Context: an optimization exercise on an open-source flow, tuned for small area, a short achievable clock period and few clock cycles per item. The choices shown serve that exercise and are no tape-out recipe.
Where RTL was checked, it was by simulation tests only, not by an equivalence proof against the original.

==> run a: inputs <==
// sfl_frame_check
module sfl_frame_check (
    input  wire         clk,
    input  wire         rst,             
    input  wire         start,           
    input  wire [383:0] frame,           
    input  wire [31:0]  cid,
    input  wire [1:0]   conn_state,      
    input  wire [15:0]  last_seq,        
    input  wire [15:0]  connect_seq,     
    output wire         ready,
    output reg          done,
    output wire         accept,
    output wire         ok_a,
    output wire         ok_b,
    output reg          hdr_ok,
    output reg          seq_ok,
    output wire         restart,
    output wire [7:0]   lost,
    output wire [3:0]   conn,
    output wire [7:0]   kind,
    output wire [15:0]  seq,
    output wire [15:0]  echo
);
    localparam [31:0] RES_A = 32'hB798B438;
    localparam [31:0] RES_B = 32'h0843323B;
    wire [7:0]  f_b0      = frame[7:0];
    wire [7:0]  f_kind    = frame[15:8];
    wire [15:0] f_seq     = frame[31:16];
    wire [15:0] f_echo    = frame[47:32];
    wire [7:0]  f_plen    = frame[55:48];
    wire [7:0]  f_flags   = frame[63:56];
    wire [31:0] f_resv    = frame[319:288];
    wire        f_connect = f_flags[0];
    reg  [2:0] ph;
    wire       busy = |ph;
    assign ready = !busy;
    always @(posedge clk) begin
        if (rst) begin
            ph   <= 0;
            done <= 1'b0;
        end else begin
            ph   <= {ph, start && !busy};
            done <= ph[2];
        end
    end
    reg  [2:0] phc0;
    reg  [2:0] phc1;
    reg  [2:0] phc2;
    reg  [2:0] phc3;
    reg  [2:0] phc4;
    reg  [2:0] phc5;
    always @(posedge clk) begin
        if (rst) begin
            phc0 <= 0;
            phc1 <= 0;
            phc2 <= 0;
            phc3 <= 0;
            phc4 <= 0;
            phc5 <= 0;
        end else begin
            phc0 <= {phc0, start && !(|phc0)};
            phc1 <= {phc1, start && !(|phc1)};
            phc2 <= {phc2, start && !(|phc2)};
            phc3 <= {phc3, start && !(|phc3)};
            phc4 <= {phc4, start && !(|phc4)};
            phc5 <= {phc5, start && !(|phc5)};
        end
    end
    wire [128-1:0] ca, cb;
    assign ca[31:0] = ({32{phc0[0]}} & ~cid[31:0]) | ({32{phc0[1]}} & frame[127:96]) | ({32{phc0[2]}} & frame[255:224]);
    assign ca[63:32] = ({32{phc1[0]}} & frame[31:0]) | ({32{phc1[1]}} & frame[159:128]) | ({32{phc1[2]}} & frame[287:256]);
  ...
Settings: LEC_CHECK=0, CAP_MARGIN=20, CORE_MARGIN=2, CORE_UTILIZATION=35, SLEW_MARGIN=20, TNS_END_PERCENT=0; clock period 10.0 ns.
standard.sh (not shown) runs the stock make flow with config.mk's settings and CLKGATE_MAP_FILE= SYNTH_SCRIPT=/design/flow/synth_recipe.tcl, a recipe that flattens the netlist after the stock synthesis.
==> flow/flow/run.sh <==
#!/bin/bash
set -euo pipefail
MARGIN="${FLOW_SETUP_MARGIN:-6}"
bash standard.sh finish \
  "BUFFER_PORTS_ARGS=-buffer_cell sky130_fd_sc_hd__buf_1" \
  "SETUP_SLACK_MARGIN=${MARGIN}" > flow_make.log 2>&1
==> run b (differences from run a) <==
--- a/flow/design.v
+++ b/flow/design.v
@@ -39,47 +39,23 @@
             ph   <= 0;
             done <= 1'b0;
         end else begin
             ph   <= {ph, start && !busy};
             done <= ph[2];
         end
     end
-    reg  [2:0] phc0;
-    reg  [2:0] phc1;
-    reg  [2:0] phc2;
-    reg  [2:0] phc3;
-    reg  [2:0] phc4;
-    reg  [2:0] phc5;
-    always @(posedge clk) begin
-        if (rst) begin
-            phc0 <= 0;
-            phc1 <= 0;
-            phc2 <= 0;
-            phc3 <= 0;
-            phc4 <= 0;
-            phc5 <= 0;
-        end else begin
-            phc0 <= {phc0, start && !(|phc0)};
-            phc1 <= {phc1, start && !(|phc1)};
-            phc2 <= {phc2, start && !(|phc2)};
-            phc3 <= {phc3, start && !(|phc3)};
-            phc4 <= {phc4, start && !(|phc4)};
-            phc5 <= {phc5, start && !(|phc5)};
-        end
-    end
-    wire [128-1:0] ca, cb;
-    assign ca[31:0] = ({32{phc0[0]}} & ~cid[31:0]) | ({32{phc0[1]}} & frame[127:96]) | ({32{phc0[2]}} & frame[255:224]);
-    assign ca[63:32] = ({32{phc1[0]}} & frame[31:0]) | ({32{phc1[1]}} & frame[159:128]) | ({32{phc1[2]}} & frame[287:256]);
-    assign ca[95:64] = ({32{phc2[0]}} & frame[63:32]) | ({32{phc2[1]}} & frame[191:160]) | ({32{phc2[2]}} & frame[319:288]);
-    assign ca[127:96] = ({32{phc3[0]}} & frame[95:64]) | ({32{phc3[1]}} & frame[223:192]) | ({32{phc3[2]}} & frame[351:320]);
-    assign cb[95:0] = ca[95:0];
-    assign cb[127:96] = ({32{phc4[0]}} & frame[95:64]) | ({32{phc4[1]}} & frame[223:192]) | ({32{phc4[2]}} & frame[383:352]);
+    wire [128-1:0] ca = ({128{ph[0]}} & {frame[95:0], ~cid[31:0]}) |
+                     ({128{ph[1]}} & frame[223:96]) |
+                     ({128{ph[2]}} & frame[351:224]);
+    wire [128-1:0] cb = ({128{ph[0]}} & {frame[95:0], ~cid[31:0]}) |
+                     ({128{ph[1]}} & frame[223:96]) |
+                     ({128{ph[2]}} & {frame[383:352], frame[319:224]});
     reg  [31:0] crc_a, crc_b;
-    wire [31:0] sx_a = (crc_a & {32{!phc5[0]}}) ^ ca[31:0];
-    wire [31:0] sx_b = (crc_b & {32{!phc5[0]}}) ^ cb[31:0];
+    wire [31:0] sx_a = (crc_a & {32{!ph[0]}}) ^ ca[31:0];
+    wire [31:0] sx_b = (crc_b & {32{!ph[0]}}) ^ cb[31:0];
     wire [31:0] upd_a, upd_b;
     wire [604:0] xt;
     assign xt[0] = ca[78] ^ ca[82];
     assign xt[1] = ca[40] ^ ca[42];
     assign xt[2] = ca[53] ^ ca[76];
     assign xt[3] = ca[60] ^ ca[77];
     assign xt[4] = ca[48] ^ ca[55];
==> flow/flow/run.sh (replaced) <==
#!/bin/bash
set -euo pipefail
MARGIN="${FLOW_SETUP_MARGIN:-5}"
bash standard.sh finish \
  "BUFFER_PORTS_ARGS=-buffer_cell sky130_fd_sc_hd__buf_1" \
  "SETUP_SLACK_MARGIN=${MARGIN}" > flow_make.log 2>&1
==> results_dict.tcl <==
set metrics [dict create \
    ys_ff_latch 98 \
    drive_gt1_frac 0.280 \
    dieArea_mm2 0.0671 \
    crit_end "crc_b[31]" \
    status "finished clean" \
]
# the run above: run a

==> results_dict.tcl <==
set metrics [dict create \
    crit_end "crc_a[16]" \
    drive_gt1_frac 0.106 \
    status "finished clean" \
    dieArea_mm2 0.0653 \
    firstDrtPassIters 15 \
    ys_ff_latch 80 \
]
# the run above: run b

Testbench counts of run b, summed over its fixed seeds: cycles 16,000, frames 3,200.
The RTL of run a was laid out without a check of its function.


==> garnet <==
sfl_frame_check, a different RTL version from the one above (not shown whole).
// sfl_frame_check
module sfl_frame_check (
    input  wire         clk,
    input  wire         rst,             
    input  wire         start,           
    input  wire [383:0] frame,           
    input  wire [31:0]  cid,
    input  wire [1:0]   conn_state,      
    input  wire [15:0]  last_seq,        
    input  wire [15:0]  connect_seq,     
    output wire         ready,
    output reg          done,
    output reg          accept,
    output reg          ok_a,
    output reg          ok_b,
    output reg          hdr_ok,
    output reg          seq_ok,
    output wire         restart,
    output wire [7:0]   lost,
    output wire [3:0]   conn,
    output wire [7:0]   kind,
    output wire [15:0]  seq,
    output wire [15:0]  echo
);
make LEC_CHECK=0 ABC_CLOCK_PERIOD_IN_PS=3000 CAP_MARGIN=20 CORE_MARGIN=2 CORE_UTILIZATION=40 SETUP_SLACK_MARGIN=5 SLEW_MARGIN=20 finish   # period 10.0 ns
run.sh (not shown) runs the stock make flow with config.mk's settings and CLKGATE_MAP_FILE= SYNTH_SCRIPT=/design/flow/synth_recipe.tcl, a recipe that flattens the netlist after the stock synthesis.
Stock flow here: none of the scripts above is used.
==> inputs of quartz, as changes to garnet <==
==> flow/flow/run.sh (new file) <==
#!/bin/bash
set -euo pipefail
MARGIN="${FLOW_SETUP_MARGIN:-7}"
bash standard.sh finish \
  "BUFFER_PORTS_ARGS=-buffer_cell sky130_fd_sc_hd__buf_1" \
  "SETUP_SLACK_MARGIN=${MARGIN}" > flow_make.log 2>&1
==> flow/standard.sh (new file) <==
#!/bin/bash
# synth_recipe.tcl (not shown) runs the flow's synth.tcl, then flattens the netlist and writes it again
# the make line also repeats each setting of config.mk as NAME=value (left out here)
make -C /OpenROAD-flow-scripts/flow DESIGN_CONFIG=/design/flow/config.mk WORK_HOME=/design/flow/orfs CLKGATE_MAP_FILE= SYNTH_SCRIPT=/design/flow/synth_recipe.tcl "${@:-finish}"
Settings changed: ABC_CLOCK_PERIOD_IN_PS 3000 to unset, SETUP_SLACK_MARGIN 5 to unset.
removed: flow/run.sh
==> summary.md <==
| Metric | Value |
|---|---|
| Status | `complete, no violations` |
| Nets@finish | `3441` |
| Final std cells w/o fill | `3771` |
| Worst Max-Slew Pin Slew | `approximately 1300 ps` |
| Worst Setup Slack, final | `between 4000 and 5000 ps` |
| Clk slew on worst S/H paths | `60 ps` |
| DR vias | `21700` |
(the above is from garnet)
==> summary.md <==
| Metric | Value |
|---|---|
| Status | `complete, no violations` |
| Worst Setup Slack, final | `~6200 ps` |
| Worst Max-Slew Pin Slew | `1030 ps` |
| Final std cells w/o fill | `between 4000 and 5000` |
| Nets@finish | `3745` |
| Clk slew on worst S/H paths | `70 ps` |
(the above is from quartz)
Function was not checked in any run of this note: the RTL went through the layout flow alone.


==> v6: inputs <==
Another version of the RTL of sfl_frame_check (not shown whole).
clock: 10.0 ns
lec_check: 0
cap_margin: 20
core_margin: 2
core_utilization: 40
slew_margin: 20
standard.sh (not shown) runs the stock make flow with config.mk's settings and CLKGATE_MAP_FILE= SYNTH_SCRIPT=/design/flow/synth_recipe.tcl, a recipe that flattens the netlist after the stock synthesis.
==> flow/flow/run.sh <==
#!/bin/bash
set -euo pipefail
MARGIN="${FLOW_SETUP_MARGIN:-7}"
bash standard.sh finish \
  "BUFFER_PORTS_ARGS=-buffer_cell sky130_fd_sc_hd__buf_1" \
  "SETUP_SLACK_MARGIN=${MARGIN}" > flow_make.log 2>&1
==> v12: changes against v6 <==
--- a/flow/design.v
+++ b/flow/design.v
@@ -7,13 +7,13 @@
     input  wire [1:0]   conn_state,      
     input  wire [15:0]  last_seq,        
     input  wire [15:0]  connect_seq,     
     output wire         ready,
     output reg          done,
-    output wire         accept,
-    output wire         ok_a,
-    output wire         ok_b,
+    output reg          accept,
+    output reg          ok_a,
+    output reg          ok_b,
     output reg          hdr_ok,
     output reg          seq_ok,
     output wire         restart,
     output wire [7:0]   lost,
     output wire [3:0]   conn,
@@ -190,9 +190,13 @@
         if (ph[1]) begin
             seq_ok <= seq_chk;
             lost_r <= seq_lost;
         end
     end
-    assign ok_a   = (crc_a == RES_A);
-    assign ok_b   = (crc_b == RES_B);
-    assign accept = ok_a & ok_b & hdr_ok & seq_ok;
+    wire fin_a = (upd_a == RES_A);
+    wire fin_b = (upd_b == RES_B);
+    always @(posedge clk) begin
+        ok_a   <= fin_a;
+        ok_b   <= fin_b;
+        accept <= fin_a & fin_b & hdr_ok & ~pad_bad & seq_ok;
+    end
 endmodule
==> flow/run.sh (new file) <==
#!/bin/bash
# synth_recipe.tcl (not shown) runs the flow's synth.tcl, then flattens the netlist and writes it again
# the make line also repeats each setting of config.mk as NAME=value (left out here)
make -C /OpenROAD-flow-scripts/flow DESIGN_CONFIG=/design/flow/config.mk WORK_HOME=/design/flow/orfs CLKGATE_MAP_FILE= SYNTH_SCRIPT=/design/flow/synth_recipe.tcl finish
removed: flow/flow/run.sh
removed: flow/standard.sh
==> summary of the runs <==
In v6 the utilization is higher than in v12, by 0.91 points. Against v6, the sequential cell count of v12 is higher by 3. Of v12 and v6, v12 has the higher die area (gap 3.7%, measured against v6). In v6 the sequential share of layout area is higher than in v12, by 0.48 points.
No run of this note included a check of the RTL's function; only the layout flow was run.

-- afterwards: timing with drivers on the ports --
How much do the figures lean on ideal ports? The routed layouts below were timed once more, with nothing changed but the port constraints.
Step 1 (the two cells are an assumption about what drives the block):
set clk [get_ports {clk}]
set_driving_cell -lib_cell sky130_fd_sc_hd__clkbuf_16 $clk
set_driving_cell -lib_cell sky130_fd_sc_hd__buf_2 [delete_from_list [all_inputs] $clk]
Step 2 also shifts input and output timing later by t, the mid clock arrival at the registers, as if the neighbouring blocks saw the same clock.
Slacks: no drivers / after step 1 / after step 2; pairs: no drivers / after step 1.
| run | t (ns) | setup slack, ns | clock arrival spread, ns | pins driven straight from the clock port |
|---|---|---|---|---|
| run a | 0.473 | 5.385 / 5.428 / 4.956 | 0.015 / 0.015 | 1 |
| run b | 0.463 | 4.610 / 4.649 / 4.186 | 0.038 / 0.038 | 1 |
| garnet | 0.656 | 4.875 / 4.875 / 4.875 | 0.033 / 0.034 | 1 |
| quartz | 0.660 | 6.240 / 6.199 / 6.240 | 0.046 / 0.046 | 1 |
| v6 | 0.625 | 5.538 / 5.490 / 6.115 | 0.019 / 0.020 | 1 |
| v12 | 0.657 | 4.789 / 4.789 / 4.789 | 0.031 / 0.031 | 1 |
After both steps every run listed still meets setup and hold. The setup slack of run a, which loses most, moves by +0.043 ns with the drivers and by -0.429 ns with both steps.
